This design comes from an exercise in tuning for small area, a short achievable clock period and few clock cycles on the open sky130 flow, not from production work.
In this exercise RTL edits were held to simulation tests only and were not proved equivalent to the original.

==> inputs of run C <==
Design chz_hash_core, start of the top module:
module chz_hash_core (
  input  wire          clk,
  input  wire          rst,           
  input  wire          in_valid,
  output wire          in_ready,
  input  wire          in_first,      
  input  wire          in_mode,       
  input  wire [1023:0] in_block,      
  output reg           out_valid,
  output wire [383:0]  out_digest
);
clock: 12.0 ns
lec_check: 0
cap_margin: 30
core_margin: 2
core_utilization: 40
slew_margin: 30
synth_memory_max_bits: 16384
standard.sh (not shown) runs the stock make flow with config.mk's settings and CLKGATE_MAP_FILE= SYNTH_SCRIPT=/design/flow/synth_recipe.tcl, a recipe that flattens the netlist after the stock synthesis.
==> flow/flow/run.sh <==
#!/bin/bash
# The standard layout (standard.sh) with two changes to how it is made:
#  - port buffers are buf_1 cells instead of the delay cells buffer_ports picks;
#  - repair_timing is asked to leave 8 ns (on the worst 5% of endpoints) of setup slack on the design's clock.
# The SDC and the clock period are unchanged.
set -euo pipefail
bash standard.sh "BUFFER_PORTS_ARGS=-buffer_cell sky130_fd_sc_hd__buf_1" SETUP_SLACK_MARGIN=8 TNS_END_PERCENT=5 finish > standard.log 2>&1
==> inputs of run F, as changes to run C <==
--- a/flow/design.v
+++ b/flow/design.v
@@ -86,12 +86,16 @@
   reg               mode_s1;      
   reg               mode_s0n;     
   reg               mode_w;       
   reg               omode;        
   reg               omode_n;      
-  reg               ldnf;         
-  reg               ldnf2;
+  reg  [15:0]       lsh;          
+  reg  [15:0]       lsl;          
+  reg  [7:0]        lsu;          
+  reg               ps_eh, ps_e4, ps_e2;    
+  reg               ps_ah, ps_a4, ps_a2;    
+  reg               ps_n, ps_g;             
   reg               ldmode;       
   reg               ldfirst;      
   reg               bfirst;       
   reg               ld;           
   reg  [3:0]        lcnt;         
@@ -221,12 +225,10 @@
       out_valid <= 1'b0;
     end else begin
       if (start_ld) begin
         ld      <= 1'b1;
         ldfirst <= in_first;
-        ldnf    <= !in_first;
-        ldnf2   <= !(in_first && in_valid);
         ldmode  <= in_first ? in_mode : ldmode;
       end else if (ld_last) begin
         ld      <= 1'b0;
       end
       rdy   <= ld && (lcnt == 4'd14);
@@ -247,14 +249,22 @@
       fz        <= f0;
       out_valid <= fz;
     end
   end
   always @(posedge clk) begin
-    lcnt <= start_ld ? 4'd0 : lcnt + 4'd1;
+    lcnt <= lcnt_nx;
     rcnt <= epre ? 7'd0 : rcnt + 7'd1;
     kcnt <= (ld && lcnt == 4'd14) ? 7'd0 : kcnt + 7'd1;
     if (ld_last) mode <= ldmode;
+    ps_eh <= ld_last && !ldfirst;
+    ps_e4 <= ld_last && ldfirst && ldmode;
+    ps_e2 <= ld_last && ldfirst && !ldmode;
+    ps_ah <= epre && !ldfirst;
+    ps_a4 <= epre && ldfirst && ldmode;
+    ps_a2 <= epre && ldfirst && !ldmode;
+    ps_n  <= !(ld_last || epre);
+    ps_g  <= !ld_last;
     kmode <= ((ld && lcnt == 4'd14) || ld_last) ? ldmode : mode;
     if (ld_last || epre) mode_s1 <= ldmode;
     if (ld_last || rdy) mode_w <= ldmode;
     if (epre) begin
       mode_s0n <= !mode;
@@ -284,16 +294,26 @@
   reg [63:0] ld_word;
   integer q;
   always @* begin
     ld_word = 64'h0;
     for (q = 0; q < 16; q = q + 1) begin
-      if (lcnt == q) ld_word[63:32] = ld_word[63:32] | in_block[1023 - 64*q -: 32];
-      if ((ldmode && lcnt == q) || (!ldmode && q >= 8 && lcnt == 2*(q-8)+1))
-        ld_word[31:0] = ld_word[31:0] | in_block[991 - 64*q -: 32];
-      if (!ldmode && q >= 8 && lcnt == 2*(q-8))
-        ld_word[31:0] = ld_word[31:0] | in_block[1023 - 64*q -: 32];
+      if (lsh[q]) ld_word[63:32] = ld_word[63:32] | in_block[1023 - 64*q -: 32];
+      if (lsl[q]) ld_word[31:0]  = ld_word[31:0]  | in_block[991 - 64*q -: 32];
     end
+    for (q = 0; q < 8; q = q + 1)
+      if (lsu[q]) ld_word[31:0] = ld_word[31:0] | in_block[511 - 64*q -: 32];
+  end
+  wire [3:0] lcnt_nx   = start_ld ? 4'd0 : lcnt + 4'd1;
+  wire       ldmode_nx = start_ld ? (in_first ? in_mode : ldmode) : ldmode;
+  integer r;
+  always @(posedge clk) begin
+    for (r = 0; r < 16; r = r + 1) begin
+      lsh[r] <= (lcnt_nx == r);
+      lsl[r] <= ldmode_nx ? (lcnt_nx == r) : (r >= 8 && lcnt_nx == 2*(r-8)+1);
+    end
+    for (r = 0; r < 8; r = r + 1)
+      lsu[r] <= !ldmode_nx && (lcnt_nx == 2*r);
   end
   function automatic [127:0] csa_s1(input m, input [63:0] x, input [63:0] y, input [63:0] z);
     reg [63:0] r5a, r5b, r5c, sg;
     reg [31:0] r2a, r2b, r2c;
     r5a = rotr64(x, 14); r5b = rotr64(x, 18); r5c = rotr64(x, 41);
@@ -348,20 +368,18 @@
   wire [63:0]  sum_e = add64(ec[63:0], ec[127:64]);
   wire [63:0]  mj    = (a & b) ^ (a & c) ^ (b & c);
   wire [127:0] ac1   = csa(e, ~d, mj);
   wire [127:0] ac2   = csa_s0(!mode_s0n, a, ac1[63:0], {ac1[127:65], 1'b1});
   wire [63:0]  sum_a = add64(ac2[63:0], ac2[127:64]);
-  wire [63:0]  y7p   = ldnf ? hv[7] : iv(ldmode, 3'd7);
-  wire [63:0]  y3p   = ldnf2 ? hv[3] : iv(ldmode, 3'd3);
-  wire [63:0]  y2p   = ldnf2 ? hv[2] : iv(ldmode, 3'd2);
-  wire [63:0]  ph    = epre ? y7p : g;
-  wire [63:0]  pd    = epre ? y3p : (apre ? y2p : b);
+  wire [63:0]  pdx   = ({64{ps_eh}} & hv[3]) | ({64{ps_e4}} & iv(1'b1, 3'd3)) | ({64{ps_e2}} & iv(1'b0, 3'd3))
+                     | ({64{ps_ah}} & hv[2]) | ({64{ps_a4}} & iv(1'b1, 3'd2)) | ({64{ps_a2}} & iv(1'b0, 3'd2));
+  wire [63:0]  pd    = pdx | ({64{ps_n}} & b);
+  wire [63:0]  ph    = ({64{ps_eh}} & hv[7]) | ({64{ps_e4}} & iv(1'b1, 3'd7)) | ({64{ps_e2}} & iv(1'b0, 3'd7))
+                     | ({64{ps_g}} & g);
   wire [127:0] pc1   = csa(ph, kr, w[0]);
-  wire [63:0]  pd3   = epre ? y3p : y2p;
   wire [127:0] pc2   = {((pc1[63:0] & pc1[127:64]) | ((pc1[63:0] | pc1[127:64]) & pd)) << 1,
-                        (apre | epre) ? (pc1[63:0] ^ pc1[127:64] ^ pd3)
-                                      : (pc1[63:0] ^ pc1[127:64] ^ b)};
+                        ps_n ? (pc1[63:0] ^ pc1[127:64] ^ b) : (pc1[63:0] ^ pc1[127:64] ^ pdx)};
   wire [63:0]  pe_new = add64(pc2[63:0], pc2[127:64]);
   integer i;
   always @(posedge clk) begin
     for (i = 0; i < 15; i = i + 1)
       w[i] <= w[i+1];
==> flow/flow/run.sh (replaced) <==
#!/bin/bash
# The standard layout (standard.sh) with two changes to how it is made:
#  - port buffers are buf_1 cells instead of the delay cells buffer_ports picks;
#  - repair_timing is asked to leave 7 ns of setup slack on the design's clock.
# The SDC and the clock period are unchanged.
set -euo pipefail
bash standard.sh "BUFFER_PORTS_ARGS=-buffer_cell sky130_fd_sc_hd__buf_1" SETUP_SLACK_MARGIN=7 finish > standard.log 2>&1
==> flow/config.mk (replaced) <==
export PLATFORM = sky130hd
export DESIGN_NAME = chz_hash_core
export DESIGN_NICKNAME = chz_hash_core
export VERILOG_FILES = /design/flow/design.v
export SDC_FILE = /design/flow/constraint.sdc
export NUM_CORES = 8
export LEC_CHECK = 0
export CAP_MARGIN = 50
export CORE_MARGIN = 2
export CORE_UTILIZATION = 40
export SLEW_MARGIN = 50
export SYNTH_MEMORY_MAX_BITS = 16384
==> inputs of run A, as changes to run C <==
--- a/flow/design.v
+++ b/flow/design.v
@@ -86,12 +86,16 @@
   reg               mode_s1;      
   reg               mode_s0n;     
   reg               mode_w;       
   reg               omode;        
   reg               omode_n;      
-  reg               ldnf;         
-  reg               ldnf2;
+  reg  [15:0]       lsh;          
+  reg  [15:0]       lsl;          
+  reg  [7:0]        lsu;          
+  reg               ps_eh, ps_e4, ps_e2;    
+  reg               ps_ah, ps_a4, ps_a2;    
+  reg               ps_n, ps_g;             
   reg               ldmode;       
   reg               ldfirst;      
   reg               bfirst;       
   reg               ld;           
   reg  [3:0]        lcnt;         
@@ -105,10 +109,11 @@
   reg  [6:0]        kcnt;         
   reg               f3, f2, f1, f0, fz;   
   reg  [15:0][63:0] w;            
   reg  [63:0]       a, b, c, d;   
   reg  [63:0]       e, f, g;      
+  reg  [63:0]       an, en;       
   reg  [63:0]       pe;           
   reg  [63:0]       kr;           
   reg  [7:0][63:0]  hv;           
   wire       ld_last  = ld && (lcnt == 4'd15);
   reg [63:0] krom;
@@ -221,12 +226,10 @@
       out_valid <= 1'b0;
     end else begin
       if (start_ld) begin
         ld      <= 1'b1;
         ldfirst <= in_first;
-        ldnf    <= !in_first;
-        ldnf2   <= !(in_first && in_valid);
         ldmode  <= in_first ? in_mode : ldmode;
       end else if (ld_last) begin
         ld      <= 1'b0;
       end
       rdy   <= ld && (lcnt == 4'd14);
@@ -247,14 +250,22 @@
       fz        <= f0;
       out_valid <= fz;
     end
   end
   always @(posedge clk) begin
-    lcnt <= start_ld ? 4'd0 : lcnt + 4'd1;
+    lcnt <= lcnt_nx;
     rcnt <= epre ? 7'd0 : rcnt + 7'd1;
     kcnt <= (ld && lcnt == 4'd14) ? 7'd0 : kcnt + 7'd1;
     if (ld_last) mode <= ldmode;
+    ps_eh <= ld_last && !ldfirst;
+    ps_e4 <= ld_last && ldfirst && ldmode;
+    ps_e2 <= ld_last && ldfirst && !ldmode;
+    ps_ah <= epre && !ldfirst;
+    ps_a4 <= epre && ldfirst && ldmode;
+    ps_a2 <= epre && ldfirst && !ldmode;
+    ps_n  <= !(ld_last || epre);
+    ps_g  <= !ld_last;
     kmode <= ((ld && lcnt == 4'd14) || ld_last) ? ldmode : mode;
     if (ld_last || epre) mode_s1 <= ldmode;
     if (ld_last || rdy) mode_w <= ldmode;
     if (epre) begin
       mode_s0n <= !mode;
@@ -265,12 +276,12 @@
       omode_n <= !mode;
     end
   end
   wire [63:0] he   = f3 ? hv[7] : (f2 ? hv[6] : (f1 ? hv[5] : hv[4]));
   wire [63:0] ha   = f2 ? hv[3] : (f1 ? hv[2] : (f0 ? hv[1] : hv[0]));
-  wire [63:0] se_h = add64(e, he);
-  wire [63:0] sa_h = add64(a, ha);
+  wire [63:0] se_h = add64(~en, he);
+  wire [63:0] sa_h = add64(~an, ha);
   wire [7:0][63:0] y;
   genvar gi;
   generate
     for (gi = 0; gi < 8; gi = gi + 1) begin : g_y
       if (gi == 0)
@@ -284,16 +295,26 @@
   reg [63:0] ld_word;
   integer q;
   always @* begin
     ld_word = 64'h0;
     for (q = 0; q < 16; q = q + 1) begin
-      if (lcnt == q) ld_word[63:32] = ld_word[63:32] | in_block[1023 - 64*q -: 32];
-      if ((ldmode && lcnt == q) || (!ldmode && q >= 8 && lcnt == 2*(q-8)+1))
-        ld_word[31:0] = ld_word[31:0] | in_block[991 - 64*q -: 32];
-      if (!ldmode && q >= 8 && lcnt == 2*(q-8))
-        ld_word[31:0] = ld_word[31:0] | in_block[1023 - 64*q -: 32];
+      if (lsh[q]) ld_word[63:32] = ld_word[63:32] | in_block[1023 - 64*q -: 32];
+      if (lsl[q]) ld_word[31:0]  = ld_word[31:0]  | in_block[991 - 64*q -: 32];
     end
+    for (q = 0; q < 8; q = q + 1)
+      if (lsu[q]) ld_word[31:0] = ld_word[31:0] | in_block[511 - 64*q -: 32];
+  end
+  wire [3:0] lcnt_nx   = start_ld ? 4'd0 : lcnt + 4'd1;
+  wire       ldmode_nx = start_ld ? (in_first ? in_mode : ldmode) : ldmode;
+  integer r;
+  always @(posedge clk) begin
+    for (r = 0; r < 16; r = r + 1) begin
+      lsh[r] <= (lcnt_nx == r);
+      lsl[r] <= ldmode_nx ? (lcnt_nx == r) : (r >= 8 && lcnt_nx == 2*(r-8)+1);
+    end
+    for (r = 0; r < 8; r = r + 1)
+      lsu[r] <= !ldmode_nx && (lcnt_nx == 2*r);
   end
   function automatic [127:0] csa_s1(input m, input [63:0] x, input [63:0] y, input [63:0] z);
     reg [63:0] r5a, r5b, r5c, sg;
     reg [31:0] r2a, r2b, r2c;
     r5a = rotr64(x, 14); r5b = rotr64(x, 18); r5c = rotr64(x, 41);
@@ -345,35 +366,35 @@
   wire [63:0]  w_new = add64(wc2[63:0], wc2[127:64]);
   wire [63:0]  ch    = (e & f) ^ (~e & g);
   wire [127:0] ec    = csa_s1(mode_s1, e, ch, pe);
   wire [63:0]  sum_e = add64(ec[63:0], ec[127:64]);
   wire [63:0]  mj    = (a & b) ^ (a & c) ^ (b & c);
-  wire [127:0] ac1   = csa(e, ~d, mj);
+  wire [127:0] ac1   = csa(~en, ~d, mj);
   wire [127:0] ac2   = csa_s0(!mode_s0n, a, ac1[63:0], {ac1[127:65], 1'b1});
   wire [63:0]  sum_a = add64(ac2[63:0], ac2[127:64]);
-  wire [63:0]  y7p   = ldnf ? hv[7] : iv(ldmode, 3'd7);
-  wire [63:0]  y3p   = ldnf2 ? hv[3] : iv(ldmode, 3'd3);
-  wire [63:0]  y2p   = ldnf2 ? hv[2] : iv(ldmode, 3'd2);
-  wire [63:0]  ph    = epre ? y7p : g;
-  wire [63:0]  pd    = epre ? y3p : (apre ? y2p : b);
+  wire [63:0]  pdx   = ({64{ps_eh}} & hv[3]) | ({64{ps_e4}} & iv(1'b1, 3'd3)) | ({64{ps_e2}} & iv(1'b0, 3'd3))
+                     | ({64{ps_ah}} & hv[2]) | ({64{ps_a4}} & iv(1'b1, 3'd2)) | ({64{ps_a2}} & iv(1'b0, 3'd2));
+  wire [63:0]  pd    = pdx | ({64{ps_n}} & b);
+  wire [63:0]  ph    = ({64{ps_eh}} & hv[7]) | ({64{ps_e4}} & iv(1'b1, 3'd7)) | ({64{ps_e2}} & iv(1'b0, 3'd7))
+                     | ({64{ps_g}} & g);
   wire [127:0] pc1   = csa(ph, kr, w[0]);
-  wire [63:0]  pd3   = epre ? y3p : y2p;
   wire [127:0] pc2   = {((pc1[63:0] & pc1[127:64]) | ((pc1[63:0] | pc1[127:64]) & pd)) << 1,
-                        (apre | epre) ? (pc1[63:0] ^ pc1[127:64] ^ pd3)
-                                      : (pc1[63:0] ^ pc1[127:64] ^ b)};
+                        ps_n ? (pc1[63:0] ^ pc1[127:64] ^ b) : (pc1[63:0] ^ pc1[127:64] ^ pdx)};
   wire [63:0]  pe_new = add64(pc2[63:0], pc2[127:64]);
   integer i;
   always @(posedge clk) begin
     for (i = 0; i < 15; i = i + 1)
       w[i] <= w[i+1];
     w[15] <= ld ? ld_word : w_new;
     a  <= apre ? y[0] : sum_a;
-    b  <= apre ? y[1] : a;
+    an <= ~(apre ? y[0] : sum_a);
+    b  <= apre ? y[1] : ~an;
     c  <= apre ? y[2] : b;
     d  <= apre ? y[3] : c;
     e  <= epre ? y[4] : sum_e;
-    f  <= epre ? y[5] : e;
+    en <= ~(epre ? y[4] : sum_e);
+    f  <= epre ? y[5] : ~en;
     g  <= epre ? y[6] : f;
     pe <= pe_new;
     kr <= k_nx;
     if (apost && bfirst) begin
       for (i = 0; i < 8; i = i + 1)
==> flow/flow/run.sh (replaced) <==
#!/bin/bash
# The standard layout (standard.sh) with two changes to how it is made:
#  - port buffers are buf_1 cells instead of the delay cells buffer_ports picks;
#  - repair_timing is asked to leave 7 ns of setup slack on the design's clock.
# The SDC and the clock period are unchanged.
set -euo pipefail
bash standard.sh "BUFFER_PORTS_ARGS=-buffer_cell sky130_fd_sc_hd__buf_1" SETUP_SLACK_MARGIN=7 finish > standard.log 2>&1
==> flow/config.mk (replaced) <==
export PLATFORM = sky130hd
export DESIGN_NAME = chz_hash_core
export DESIGN_NICKNAME = chz_hash_core
export VERILOG_FILES = /design/flow/design.v
export SDC_FILE = /design/flow/constraint.sdc
export NUM_CORES = 8
export LEC_CHECK = 0
export CAP_MARGIN = 50
export CORE_MARGIN = 2
export CORE_UTILIZATION = 40
export SLEW_MARGIN = 50
export SYNTH_MEMORY_MAX_BITS = 16384
==> flow_summary_export.csv <==
group,metric,value,unit
run_status,outcome,"complete, but fails checks",
final_layout,n_antenna_cell,417,
run_status,so_faults,"max-capacitance violations, max-slew violations",
flow_run,max_cap_violations,3,
sta,slew_viol_final,10,
final_layout,seq_cells,2219,
(the above is from run C)
==> flow_summary_export.csv <==
group,metric,value,unit
final_layout,seq_cells,2264,
place,placed_area,136000,sq um
run_status,outcome,"no timing/DRC/antenna violations",
flow_run,max_cap_violations,0,
sta,slew_viol_final,0,
sta,fin_crit_sh,42.6,%
(the above is from run F)
==> flow_summary_export.csv <==
group,metric,value,unit
drt,drtAntennaViolNets,1,
setup_path,reg2reg_depth,16,
final_layout,seq_cells,2392,
run_status,outcome,"complete, but fails checks",
final_layout,n_antenna_cell,323,
sta,slew_viol_final,0,
run_status,so_faults,"antenna violations",
(the above is from run A)
Testbench counts of run C, summed over its fixed seeds: cycles 57,494.
Testbench counts of run F, summed over its fixed seeds: cycles 57,494.
Testbench counts of run A, summed over its fixed seeds: cycles 57,494.

## afterwards: timing with drivers on the ports
In the flow no input, the clock included, has a driving cell. The finished layouts below were timed again as built, in two steps.
Step 1 assumes that a clkbuf_16 drives the clock port and a buf_2 every other input.
Step 2 also shifts input and output timing later by t, the mid clock arrival at the registers, as if the neighbouring blocks saw the same clock.
a / b / c = no drivers / after step 1 / after step 2; a / b = the first two.
run | t, ns | setup WS [ns] | worst setup path after step 2
run C | 1.062 | 6.784 / 6.706 / 6.116 | input to register
run F | 1.104 | 6.884 / 6.883 / 6.691 | input to register
run A | 1.037 | 6.866 / 6.809 / 6.866 | register to register
The setup slack of run C, which loses most, moves by -0.078 ns with the drivers and by -0.668 ns with both steps.
